This design comes from an exercise in tuning for small area and a short achievable clock period on the open sky130 flow, not from production work.
In this exercise RTL edits were held to simulation tests only and were not proved equivalent to the original.
Power is estimated from default activity; no workload was simulated.

==> v7: inputs <==
==> flow/design.v (excerpt) <==
module frame_phase (
    input  wire        clk,
    input  wire        rst_n,         
    input  wire        cmd_valid,
    input  wire [2:0]  cmd_op,
    input  wire [2:0]  cmd_frame,
    input  wire [63:0] cmd_tick,      
    input  wire [63:0] cmd_data,
    output reg         r_valid,
    output reg  [47:0] r_acc,
    output wire [47:0] r_phase
);
clock: 18.0 ns
lec_check: 0
abc_area: 1
cap_margin: 20
core_margin: 2
core_utilization: 55
cts_buf_list: sky130_fd_sc_hd__clkbuf_16
cts_cluster_diameter: 80
cts_cluster_size: 25
slew_margin: 20
standard.sh (not shown) runs the stock make flow with config.mk's settings and CLKGATE_MAP_FILE= SYNTH_SCRIPT=/design/flow/synth_recipe.tcl, a recipe that flattens the netlist after the stock synthesis.
==> flow/flow/run.sh <==
#!/bin/bash
set -euo pipefail
bash standard.sh SETUP_SLACK_MARGIN=13 "BUFFER_PORTS_ARGS=-buffer_cell sky130_fd_sc_hd__buf_2" finish > flow_make.log 2>&1
==> v36: changes against v7 <==
--- a/flow/design.v
+++ b/flow/design.v
@@ -37,12 +37,12 @@
     end
     reg [47:0] freq0, freq1, freq2, freq3, freq4, freq5, freq6, freq7;
     reg [47:0] anch0, anch1, anch2, anch3, anch4, anch5, anch6, anch7;
     reg [7:0]  freq_ok, anch_ok;
     wire [7:0] in_sel = 8'd1 << cmd_frame;
-    wire in_setf  = acc_cmd & (cmd_op == OP_SET_FREQ);
-    wire in_wa    = acc_cmd & (cmd_op == OP_WR_ANCHOR);
+    wire in_setf  = cmd_valid & (cmd_op == OP_SET_FREQ);
+    wire in_wa    = cmd_valid & (cmd_op == OP_WR_ANCHOR);
     wire in_wanch = in_wa | (in_setf & cmd_data[48]);
     wire [7:0] we_freq = {8{in_setf}} & in_sel;
     wire [7:0] we_anch = {8{in_wanch}} & in_sel;
     wire [47:0] anch_new = in_wa ? cmd_data[47:0] : cmd_tick[47:0];
     always @(posedge clk) begin
@@ -1860,29 +1860,29 @@
     assign lo_co = lo_G14;
     reg [15:0] s2_lo;
     reg        s2_c16;
     reg [47:16] s2_S, s2_C;
     reg [3-1:0] s2_L;     
-    reg [7:0]  s2_rsel;      
+    reg [7:0]  po_ok;
+    wire [7:0] po_ok_nx;     
+    reg [7:0]  s2_psel;      
     reg [7:0]  s2_wsel;      
     reg        s2_q, s2_sp, s2_ax, s2_az;
     always @(posedge clk) begin
         s2_lo   <= lo_s;
         s2_c16  <= lo_co;
         s2_S    <= m_S[47:16];
         s2_C    <= m_C[47:16];
         s2_L    <= m_top_l;
-        s2_rsel <= s1_sel & {8{s1_q | s1_sh}};
+        s2_psel <= s1_sel & {8{s1_q | s1_sh}} & po_ok_nx;
         s2_wsel <= s1_sel & {8{rst_n & (s1_sh | s1_sp | s1_wp | s1_clr)}};
         s2_ax   <= s1_ax;
         s2_az   <= s1_az;
         s2_q    <= rst_n & s1_q;
         s2_sp   <= rst_n & s1_sp;
     end
     reg [31:0] po0, po1, po2, po3, po4, po5, po6, po7;
-    reg [7:0]  po_ok;
-    wire [7:0] s2_psel = s2_rsel & po_ok;
     wire [31:0] po_m =
         ({32{s2_psel[0]}} & po0) | ({32{s2_psel[1]}} & po1) |
         ({32{s2_psel[2]}} & po2) | ({32{s2_psel[3]}} & po3) |
         ({32{s2_psel[4]}} & po4) | ({32{s2_psel[5]}} & po5) |
         ({32{s2_psel[6]}} & po6) | ({32{s2_psel[7]}} & po7);
@@ -2332,16 +2332,13 @@
         if (we_po[4]) po4 <= po_new;
         if (we_po[5]) po5 <= po_new;
         if (we_po[6]) po6 <= po_new;
         if (we_po[7]) po7 <= po_new;
     end
-    always @(posedge clk) begin
-        if (!rst_n)
-            po_ok <= 8'd0;
-        else
-            po_ok <= po_ok | we_po;
-    end
+    assign po_ok_nx = {8{rst_n}} & (po_ok | we_po);
+    always @(posedge clk)
+        po_ok <= po_ok_nx;
     reg [31:0] r_ph_hi;
     always @(posedge clk) begin
         r_valid <= rst_n & s2_q;
         r_acc   <= {a1, s2_lo};
         r_ph_hi <= ph_hi;
CORE_UTILIZATION = 60   (was 55)
==> comparison table <==
Well tap count: v7 1917; v36 1755
Crit. End Element: v7 register; v36 output port
Data arrival time at the worst-slack endpoint: v7 5.60 ns; v36 1.39 ns
Post-cts gate resize count: v7 258; v36 233
Combinational Power Share: v7 0.077; v36 0.083
Cell depth of the worst flop-to-flop path: v7 13; v36 11
Seq pwr share: v7 0.590; v36 0.589
Fin nets: v7 7823; v36 7788
Part of the cycle the worst path needs: v7 0.278; v36 0.277
Insertion delay of the later-clocked pin in the worst-skew pair: v7 0.76 ns; v36 0.74 ns
Non-clock inverter count in the final layout: v7 788; v36 805
Signed area change from the synthesized netlist to the final layout: v7 10.1%; v36 9.96%
Fraction of area in registers: v7 0.461; v36 0.464
Setup slack on the worst flop-to-flop path: v7 13.00 ns; v36 13.03 ns
DP Wirelength: v7 170 mm; v36 166 mm
FP Rows: v7 140; v36 133
Run status: v7 complete, no violations; v36 complete, no violations

========
==> build 87 <==
frame_phase, a different RTL version from the one above (not shown whole).
clock: 18.0 ns
lec_check: 0
abc_area: 1
cap_margin: 20
core_margin: 2
core_utilization: 60
cts_buf_list: sky130_fd_sc_hd__clkbuf_16
cts_cluster_diameter: 80
cts_cluster_size: 25
slew_margin: 20
==> flow/flow/run.sh <==
#!/bin/bash
set -euo pipefail
bash standard.sh SETUP_SLACK_MARGIN=13.2 "BUFFER_PORTS_ARGS=-buffer_cell sky130_fd_sc_hd__buf_2" finish > flow_make.log 2>&1
==> trial 40: changes against build 87 <==
--- a/flow/design.v
+++ b/flow/design.v
@@ -1883,63 +1883,75 @@
     wire lo_P5 = lo_p[11] & lo_p[10];
     wire lo_G6 = lo_g[13] | (lo_p[13] & lo_g[12]);
     wire lo_P6 = lo_p[13] & lo_p[12];
     wire lo_G7 = lo_g[15] | (lo_p[15] & lo_g[14]);
     wire lo_P7 = lo_p[15] & lo_p[14];
-    wire lo_G8 = lo_G1 | (lo_P1 & lo_G0);
-    wire lo_P8 = lo_P1 & lo_p[1];
-    wire lo_G9 = lo_G3 | (lo_P3 & lo_G2);
-    wire lo_P9 = lo_P3 & lo_P2;
-    wire lo_G10 = lo_G5 | (lo_P5 & lo_G4);
-    wire lo_P10 = lo_P5 & lo_P4;
-    wire lo_G11 = lo_G7 | (lo_P7 & lo_G6);
-    wire lo_P11 = lo_P7 & lo_P6;
-    wire lo_G12 = lo_G9 | (lo_P9 & lo_G8);
-    wire lo_P12 = lo_P9 & lo_P8;
-    wire lo_G13 = lo_G11 | (lo_P11 & lo_G10);
-    wire lo_P13 = lo_P11 & lo_P10;
-    wire lo_G14 = lo_G13 | (lo_P13 & lo_G12);
-    wire lo_P14 = lo_P13 & lo_P12;
-    wire lo_G15 = lo_G10 | (lo_P10 & lo_G12);
-    wire lo_P15 = lo_P10 & lo_P12;
-    wire lo_G16 = lo_G2 | (lo_P2 & lo_G8);
-    wire lo_P16 = lo_P2 & lo_P8;
-    wire lo_G17 = lo_G4 | (lo_P4 & lo_G12);
-    wire lo_P17 = lo_P4 & lo_P12;
-    wire lo_G18 = lo_G6 | (lo_P6 & lo_G15);
-    wire lo_P18 = lo_P6 & lo_P15;
-    wire lo_G19 = lo_g[2] | (lo_p[2] & lo_G0);
-    wire lo_P19 = lo_p[2] & lo_p[1];
-    wire lo_G20 = lo_g[4] | (lo_p[4] & lo_G8);
-    wire lo_P20 = lo_p[4] & lo_P8;
-    wire lo_G21 = lo_g[6] | (lo_p[6] & lo_G16);
-    wire lo_P21 = lo_p[6] & lo_P16;
-    wire lo_G22 = lo_g[8] | (lo_p[8] & lo_G12);
-    wire lo_P22 = lo_p[8] & lo_P12;
-    wire lo_G23 = lo_g[10] | (lo_p[10] & lo_G17);
-    wire lo_P23 = lo_p[10] & lo_P17;
-    wire lo_G24 = lo_g[12] | (lo_p[12] & lo_G15);
-    wire lo_P24 = lo_p[12] & lo_P15;
-    wire lo_G25 = lo_g[14] | (lo_p[14] & lo_G18);
-    wire lo_P25 = lo_p[14] & lo_P18;
+    wire lo_G8 = lo_g[2] | (lo_p[2] & lo_G0);
+    wire lo_P8 = lo_p[2] & lo_p[1];
+    wire lo_G9 = lo_G1 | (lo_P1 & lo_G0);
+    wire lo_P9 = lo_P1 & lo_p[1];
+    wire lo_G10 = lo_g[6] | (lo_p[6] & lo_G2);
+    wire lo_P10 = lo_p[6] & lo_P2;
+    wire lo_G11 = lo_G3 | (lo_P3 & lo_G2);
+    wire lo_P11 = lo_P3 & lo_P2;
+    wire lo_G12 = lo_g[10] | (lo_p[10] & lo_G4);
+    wire lo_P12 = lo_p[10] & lo_P4;
+    wire lo_G13 = lo_G5 | (lo_P5 & lo_G4);
+    wire lo_P13 = lo_P5 & lo_P4;
+    wire lo_G14 = lo_g[14] | (lo_p[14] & lo_G6);
+    wire lo_P14 = lo_p[14] & lo_P6;
+    wire lo_G15 = lo_G7 | (lo_P7 & lo_G6);
+    wire lo_P15 = lo_P7 & lo_P6;
+    wire lo_G16 = lo_g[4] | (lo_p[4] & lo_G9);
+    wire lo_P16 = lo_p[4] & lo_P9;
+    wire lo_G17 = lo_G2 | (lo_P2 & lo_G9);
+    wire lo_P17 = lo_P2 & lo_P9;
+    wire lo_G18 = lo_G10 | (lo_P10 & lo_G9);
+    wire lo_P18 = lo_P10 & lo_P9;
+    wire lo_G19 = lo_G11 | (lo_P11 & lo_G9);
+    wire lo_P19 = lo_P11 & lo_P9;
+    wire lo_G20 = lo_g[12] | (lo_p[12] & lo_G13);
+    wire lo_P20 = lo_p[12] & lo_P13;
+    wire lo_G21 = lo_G6 | (lo_P6 & lo_G13);
+    wire lo_P21 = lo_P6 & lo_P13;
+    wire lo_G22 = lo_G14 | (lo_P14 & lo_G13);
+    wire lo_P22 = lo_P14 & lo_P13;
+    wire lo_G23 = lo_G15 | (lo_P15 & lo_G13);
+    wire lo_P23 = lo_P15 & lo_P13;
+    wire lo_G24 = lo_g[8] | (lo_p[8] & lo_G19);
+    wire lo_P24 = lo_p[8] & lo_P19;
+    wire lo_G25 = lo_G4 | (lo_P4 & lo_G19);
+    wire lo_P25 = lo_P4 & lo_P19;
+    wire lo_G26 = lo_G12 | (lo_P12 & lo_G19);
+    wire lo_P26 = lo_P12 & lo_P19;
+    wire lo_G27 = lo_G13 | (lo_P13 & lo_G19);
+    wire lo_P27 = lo_P13 & lo_P19;
+    wire lo_G28 = lo_G20 | (lo_P20 & lo_G19);
+    wire lo_P28 = lo_P20 & lo_P19;
+    wire lo_G29 = lo_G21 | (lo_P21 & lo_G19);
+    wire lo_P29 = lo_P21 & lo_P19;
+    wire lo_G30 = lo_G22 | (lo_P22 & lo_G19);
+    wire lo_P30 = lo_P22 & lo_P19;
+    wire lo_G31 = lo_G23 | (lo_P23 & lo_G19);
+    wire lo_P31 = lo_P23 & lo_P19;
     assign lo_s[0] = lo_p[0] ^ 1'b0;
     assign lo_s[1] = lo_p[1] ^ lo_g[0];
     assign lo_s[2] = lo_p[2] ^ lo_G0;
-    assign lo_s[3] = lo_p[3] ^ lo_G19;
-    assign lo_s[4] = lo_p[4] ^ lo_G8;
-    assign lo_s[5] = lo_p[5] ^ lo_G20;
-    assign lo_s[6] = lo_p[6] ^ lo_G16;
-    assign lo_s[7] = lo_p[7] ^ lo_G21;
-    assign lo_s[8] = lo_p[8] ^ lo_G12;
-    assign lo_s[9] = lo_p[9] ^ lo_G22;
-    assign lo_s[10] = lo_p[10] ^ lo_G17;
-    assign lo_s[11] = lo_p[11] ^ lo_G23;
-    assign lo_s[12] = lo_p[12] ^ lo_G15;
-    assign lo_s[13] = lo_p[13] ^ lo_G24;
-    assign lo_s[14] = lo_p[14] ^ lo_G18;
-    assign lo_s[15] = lo_p[15] ^ lo_G25;
-    assign lo_co = lo_G14;
+    assign lo_s[3] = lo_p[3] ^ lo_G8;
+    assign lo_s[4] = lo_p[4] ^ lo_G9;
+    assign lo_s[5] = lo_p[5] ^ lo_G16;
+    assign lo_s[6] = lo_p[6] ^ lo_G17;
+    assign lo_s[7] = lo_p[7] ^ lo_G18;
+    assign lo_s[8] = lo_p[8] ^ lo_G19;
+    assign lo_s[9] = lo_p[9] ^ lo_G24;
+    assign lo_s[10] = lo_p[10] ^ lo_G25;
+    assign lo_s[11] = lo_p[11] ^ lo_G26;
+    assign lo_s[12] = lo_p[12] ^ lo_G27;
+    assign lo_s[13] = lo_p[13] ^ lo_G28;
+    assign lo_s[14] = lo_p[14] ^ lo_G29;
+    assign lo_s[15] = lo_p[15] ^ lo_G30;
+    assign lo_co = lo_G31;
     reg [15:0] s2_lo;
     reg        s2_c16;
     reg [47:16] s2_S, s2_C;
     reg [3-1:0] s2_L;     
     reg [7:0]  po_ok;
==> build 57: changes against build 87 <==
==> flow/flow/run.sh (replaced) <==
#!/bin/bash
set -euo pipefail
bash standard.sh SETUP_SLACK_MARGIN=13.3 "BUFFER_PORTS_ARGS=-buffer_cell sky130_fd_sc_hd__buf_2" finish > flow_make.log 2>&1
==> results.txt <==
final non-filler cell total=8631; fraction of area in registers=45.7%; layout cell share with drive strength beyond 1=16.7%; M2 GR Usage=58.5%; Placement Setup Slack=12.02 ns; status=finished clean
Source of the figures above: build 57

==> results.txt <==
final non-filler cell total=8560; Placement Setup Slack=11.70 ns; M2 GR Usage=58.3%; status=finished clean; wl on met1=94400 um; fraction of area in registers=46.3%; layout cell share with drive strength beyond 1=15.0%
Source of the figures above: trial 40

==> results.txt <==
Placement Setup Slack=12.02 ns; clock network area share=3.08%; Hold Startpoint=s2_lo[2]$_DFF_P_; status=finished clean; layout cell share with drive strength beyond 1=14.9%; fraction of area in registers=46.2%; final non-filler cell total=8578
Source of the figures above: build 87


========
==> v38: inputs <==
frame_phase, a different RTL version from the one above (not shown whole).
==> flow/config.mk <==
export PLATFORM = sky130hd
export DESIGN_NAME = frame_phase
export DESIGN_NICKNAME = frame_phase
export VERILOG_FILES = /design/flow/design.v
export SDC_FILE = /design/flow/constraint.sdc
export NUM_CORES = 4
export LEC_CHECK = 0
export ABC_AREA = 1
export CAP_MARGIN = 20
export CORE_MARGIN = 2
export CORE_UTILIZATION = 60
export CTS_BUF_LIST = sky130_fd_sc_hd__clkbuf_16
export CTS_CLUSTER_DIAMETER = 80
export CTS_CLUSTER_SIZE = 25
export SLEW_MARGIN = 20
==> flow/constraint.sdc <==
create_clock -name core_clock -period 18.0 [get_ports {clk}]
set_input_delay 3.6000 -clock core_clock [delete_from_list [all_inputs] [get_ports {clk}]]
set_output_delay 3.6000 -clock core_clock [all_outputs]
set_load 0.01 [all_outputs]
==> flow/flow/run.sh <==
#!/bin/bash
set -euo pipefail
bash standard.sh SETUP_SLACK_MARGIN=13.2 "BUFFER_PORTS_ARGS=-buffer_cell sky130_fd_sc_hd__buf_2" finish > flow_make.log 2>&1
==> v10: changes against v38 <==
--- a/flow/design.v
+++ b/flow/design.v
@@ -1883,75 +1883,63 @@
     wire lo_P5 = lo_p[11] & lo_p[10];
     wire lo_G6 = lo_g[13] | (lo_p[13] & lo_g[12]);
     wire lo_P6 = lo_p[13] & lo_p[12];
     wire lo_G7 = lo_g[15] | (lo_p[15] & lo_g[14]);
     wire lo_P7 = lo_p[15] & lo_p[14];
-    wire lo_G8 = lo_g[2] | (lo_p[2] & lo_G0);
-    wire lo_P8 = lo_p[2] & lo_p[1];
-    wire lo_G9 = lo_G1 | (lo_P1 & lo_G0);
-    wire lo_P9 = lo_P1 & lo_p[1];
-    wire lo_G10 = lo_g[6] | (lo_p[6] & lo_G2);
-    wire lo_P10 = lo_p[6] & lo_P2;
-    wire lo_G11 = lo_G3 | (lo_P3 & lo_G2);
-    wire lo_P11 = lo_P3 & lo_P2;
-    wire lo_G12 = lo_g[10] | (lo_p[10] & lo_G4);
-    wire lo_P12 = lo_p[10] & lo_P4;
-    wire lo_G13 = lo_G5 | (lo_P5 & lo_G4);
-    wire lo_P13 = lo_P5 & lo_P4;
-    wire lo_G14 = lo_g[14] | (lo_p[14] & lo_G6);
-    wire lo_P14 = lo_p[14] & lo_P6;
-    wire lo_G15 = lo_G7 | (lo_P7 & lo_G6);
-    wire lo_P15 = lo_P7 & lo_P6;
-    wire lo_G16 = lo_g[4] | (lo_p[4] & lo_G9);
-    wire lo_P16 = lo_p[4] & lo_P9;
-    wire lo_G17 = lo_G2 | (lo_P2 & lo_G9);
-    wire lo_P17 = lo_P2 & lo_P9;
-    wire lo_G18 = lo_G10 | (lo_P10 & lo_G9);
-    wire lo_P18 = lo_P10 & lo_P9;
-    wire lo_G19 = lo_G11 | (lo_P11 & lo_G9);
-    wire lo_P19 = lo_P11 & lo_P9;
-    wire lo_G20 = lo_g[12] | (lo_p[12] & lo_G13);
-    wire lo_P20 = lo_p[12] & lo_P13;
-    wire lo_G21 = lo_G6 | (lo_P6 & lo_G13);
-    wire lo_P21 = lo_P6 & lo_P13;
-    wire lo_G22 = lo_G14 | (lo_P14 & lo_G13);
-    wire lo_P22 = lo_P14 & lo_P13;
-    wire lo_G23 = lo_G15 | (lo_P15 & lo_G13);
-    wire lo_P23 = lo_P15 & lo_P13;
-    wire lo_G24 = lo_g[8] | (lo_p[8] & lo_G19);
-    wire lo_P24 = lo_p[8] & lo_P19;
-    wire lo_G25 = lo_G4 | (lo_P4 & lo_G19);
-    wire lo_P25 = lo_P4 & lo_P19;
-    wire lo_G26 = lo_G12 | (lo_P12 & lo_G19);
-    wire lo_P26 = lo_P12 & lo_P19;
-    wire lo_G27 = lo_G13 | (lo_P13 & lo_G19);
-    wire lo_P27 = lo_P13 & lo_P19;
-    wire lo_G28 = lo_G20 | (lo_P20 & lo_G19);
-    wire lo_P28 = lo_P20 & lo_P19;
-    wire lo_G29 = lo_G21 | (lo_P21 & lo_G19);
-    wire lo_P29 = lo_P21 & lo_P19;
-    wire lo_G30 = lo_G22 | (lo_P22 & lo_G19);
-    wire lo_P30 = lo_P22 & lo_P19;
-    wire lo_G31 = lo_G23 | (lo_P23 & lo_G19);
-    wire lo_P31 = lo_P23 & lo_P19;
+    wire lo_G8 = lo_G1 | (lo_P1 & lo_G0);
+    wire lo_P8 = lo_P1 & lo_p[1];
+    wire lo_G9 = lo_G3 | (lo_P3 & lo_G2);
+    wire lo_P9 = lo_P3 & lo_P2;
+    wire lo_G10 = lo_G5 | (lo_P5 & lo_G4);
+    wire lo_P10 = lo_P5 & lo_P4;
+    wire lo_G11 = lo_G7 | (lo_P7 & lo_G6);
+    wire lo_P11 = lo_P7 & lo_P6;
+    wire lo_G12 = lo_G9 | (lo_P9 & lo_G8);
+    wire lo_P12 = lo_P9 & lo_P8;
+    wire lo_G13 = lo_G11 | (lo_P11 & lo_G10);
+    wire lo_P13 = lo_P11 & lo_P10;
+    wire lo_G14 = lo_G13 | (lo_P13 & lo_G12);
+    wire lo_P14 = lo_P13 & lo_P12;
+    wire lo_G15 = lo_G10 | (lo_P10 & lo_G12);
+    wire lo_P15 = lo_P10 & lo_P12;
+    wire lo_G16 = lo_G2 | (lo_P2 & lo_G8);
+    wire lo_P16 = lo_P2 & lo_P8;
+    wire lo_G17 = lo_G4 | (lo_P4 & lo_G12);
+    wire lo_P17 = lo_P4 & lo_P12;
+    wire lo_G18 = lo_G6 | (lo_P6 & lo_G15);
+    wire lo_P18 = lo_P6 & lo_P15;
+    wire lo_G19 = lo_g[2] | (lo_p[2] & lo_G0);
+    wire lo_P19 = lo_p[2] & lo_p[1];
+    wire lo_G20 = lo_g[4] | (lo_p[4] & lo_G8);
+    wire lo_P20 = lo_p[4] & lo_P8;
+    wire lo_G21 = lo_g[6] | (lo_p[6] & lo_G16);
+    wire lo_P21 = lo_p[6] & lo_P16;
+    wire lo_G22 = lo_g[8] | (lo_p[8] & lo_G12);
+    wire lo_P22 = lo_p[8] & lo_P12;
+    wire lo_G23 = lo_g[10] | (lo_p[10] & lo_G17);
+    wire lo_P23 = lo_p[10] & lo_P17;
+    wire lo_G24 = lo_g[12] | (lo_p[12] & lo_G15);
+    wire lo_P24 = lo_p[12] & lo_P15;
+    wire lo_G25 = lo_g[14] | (lo_p[14] & lo_G18);
+    wire lo_P25 = lo_p[14] & lo_P18;
     assign lo_s[0] = lo_p[0] ^ 1'b0;
     assign lo_s[1] = lo_p[1] ^ lo_g[0];
     assign lo_s[2] = lo_p[2] ^ lo_G0;
-    assign lo_s[3] = lo_p[3] ^ lo_G8;
-    assign lo_s[4] = lo_p[4] ^ lo_G9;
-    assign lo_s[5] = lo_p[5] ^ lo_G16;
-    assign lo_s[6] = lo_p[6] ^ lo_G17;
-    assign lo_s[7] = lo_p[7] ^ lo_G18;
-    assign lo_s[8] = lo_p[8] ^ lo_G19;
-    assign lo_s[9] = lo_p[9] ^ lo_G24;
-    assign lo_s[10] = lo_p[10] ^ lo_G25;
-    assign lo_s[11] = lo_p[11] ^ lo_G26;
-    assign lo_s[12] = lo_p[12] ^ lo_G27;
-    assign lo_s[13] = lo_p[13] ^ lo_G28;
-    assign lo_s[14] = lo_p[14] ^ lo_G29;
-    assign lo_s[15] = lo_p[15] ^ lo_G30;
-    assign lo_co = lo_G31;
+    assign lo_s[3] = lo_p[3] ^ lo_G19;
+    assign lo_s[4] = lo_p[4] ^ lo_G8;
+    assign lo_s[5] = lo_p[5] ^ lo_G20;
+    assign lo_s[6] = lo_p[6] ^ lo_G16;
+    assign lo_s[7] = lo_p[7] ^ lo_G21;
+    assign lo_s[8] = lo_p[8] ^ lo_G12;
+    assign lo_s[9] = lo_p[9] ^ lo_G22;
+    assign lo_s[10] = lo_p[10] ^ lo_G17;
+    assign lo_s[11] = lo_p[11] ^ lo_G23;
+    assign lo_s[12] = lo_p[12] ^ lo_G15;
+    assign lo_s[13] = lo_p[13] ^ lo_G24;
+    assign lo_s[14] = lo_p[14] ^ lo_G18;
+    assign lo_s[15] = lo_p[15] ^ lo_G25;
+    assign lo_co = lo_G14;
     reg [15:0] s2_lo;
     reg        s2_c16;
     reg [47:16] s2_S, s2_C;
     reg [3-1:0] s2_L;     
     reg [7:0]  po_ok;
==> flow/flow/run.sh (replaced) <==
#!/bin/bash
set -euo pipefail
bash standard.sh SETUP_SLACK_MARGIN=13.1 "BUFFER_PORTS_ARGS=-buffer_cell sky130_fd_sc_hd__buf_2" finish > flow_make.log 2>&1
==> results.py <==
metrics = {
    "cells_and_area": {
        "multi_input_area_um2": 36010,
        "nonClkBufAreaFrac_pct": 3.949,
        "diodes": 5,
        "nNonClkBuffers": 398,
        "nets": 7754,
    },
    "synthesis": {
        "yosys.cell_types.count": 62,
        "synth_area_leaders": "edfxtp_1 38%, fa_1 15%, dfxtp_1 13%",
        "synthSimpleGateAreaFrac_pct": 8.824,
    },
    "power_and_ir_drop": {
        "p_total_mw": 6.508,
    },
    "worst_setup_path": {
        "r2r-start": "s1_dt[11]",
        "cp_num_cells": 14,
        "worstPathRequired_ns": 18.54,
    },
    "floorplanning": {
        "die-height_um": 370.0,
    },
    "timing": {
        "timing.hold.ws_ns": 0.3094,
    },
    "routing": {
        "drt-initial-drc-count": 6970,
        "viasPerCell": 6.262,
    },
    "global_route": {
        "met3_usage_pct": 9.554,
    },
    "run_status": {
        "status": "no timing/DRC/antenna violations",
    },
}
Source of the figures above: v10

==> results.py <==
metrics = {
    "synthesis": {
        "ys_warn_count": 1,
        "yosys.cell_types.count": 58,
        "synth_area_leaders": "edfxtp_1 38%, fa_1 15%, dfxtp_1 13%",
        "ys.flop_type": "edfxtp_1",
    },
    "cells_and_area": {
        "nNonClkBuffers": 457,
        "nets": 7743,
        "largest_reg_flops": 49,
        "diodes": 8,
        "nonClkBufAreaFrac_pct": 5.198,
        "multi_input_area_um2": 36320,
    },
    "timing": {
        "max-slew-margin-rel_pct": 27.50,
        "timing.hold.ws_ns": 0.3254,
    },
    "routing": {
        "route.vias.total": 55623,
        "drt-initial-drc-count": 7356,
    },
    "power_and_ir_drop": {
        "p_total_mw": 6.578,
    },
    "floorplanning": {
        "die-height_um": 370,
    },
    "worst_setup_path": {
        "r2r-start": "s1_dt[33]",
        "worstPathRequired_ns": 14.40,
    },
    "global_route": {
        "met3_usage_pct": 11.04,
    },
    "run_status": {
        "status": "no timing/DRC/antenna violations",
    },
}
Source of the figures above: v38

## port drivers added, routing unchanged
How much do the figures lean on ideal ports? The routed layouts below were timed once more, with nothing changed but the port constraints. Step 1 (the two cells are an assumption about what drives the block):
set clk [get_ports {clk}]
set_driving_cell -lib_cell sky130_fd_sc_hd__clkbuf_16 $clk
set_driving_cell -lib_cell sky130_fd_sc_hd__buf_2 [delete_from_list [all_inputs] $clk]
Step 2 times the ports against the registers' clock, not the clock port: input delays grow and output delays shrink by t, the midpoint of the rising clock arrivals with the driver on. a / b / c = ideal / step 1 / step 2; a / b = the first two.
| run | t, ns | setup WS [ns] | hold WS [ns] | worst register clock-pin slew, ns | cell pins on the clock port's net |
|---|---|---|---|---|---|
| v7 | 0.809 | 13.002 / 12.956 / 12.255 | 0.333 / 0.333 / 0.333 | 0.10 / 0.10 | 1 |
| v36 | 0.797 | 13.010 / 12.892 / 12.095 | 0.330 / 0.330 / 0.330 | 0.10 / 0.10 | 1 |
| build 87 | 0.797 | 13.160 / 13.084 / 12.498 | 0.327 / 0.327 / 0.327 | 0.10 / 0.10 | 1 |
| trial 40 | 0.822 | 13.129 / 13.091 / 12.414 | 0.327 / 0.327 / 0.327 | 0.10 / 0.10 | 1 |
| build 57 | 0.801 | 13.155 / 13.074 / 12.514 | 0.327 / 0.327 / 0.327 | 0.10 / 0.10 | 1 |
| v38 | 0.807 | 13.164 / 13.085 / 12.684 | 0.325 / 0.325 / 0.325 | 0.10 / 0.10 | 1 |
| v10 | 0.804 | 13.005 / 13.005 / 12.526 | 0.309 / 0.309 / 0.309 | 0.10 / 0.10 | 1 |
After both steps every run listed still meets setup and hold. The setup slack of v36, which loses most, moves by -0.118 ns with the drivers and by -0.915 ns with both steps.
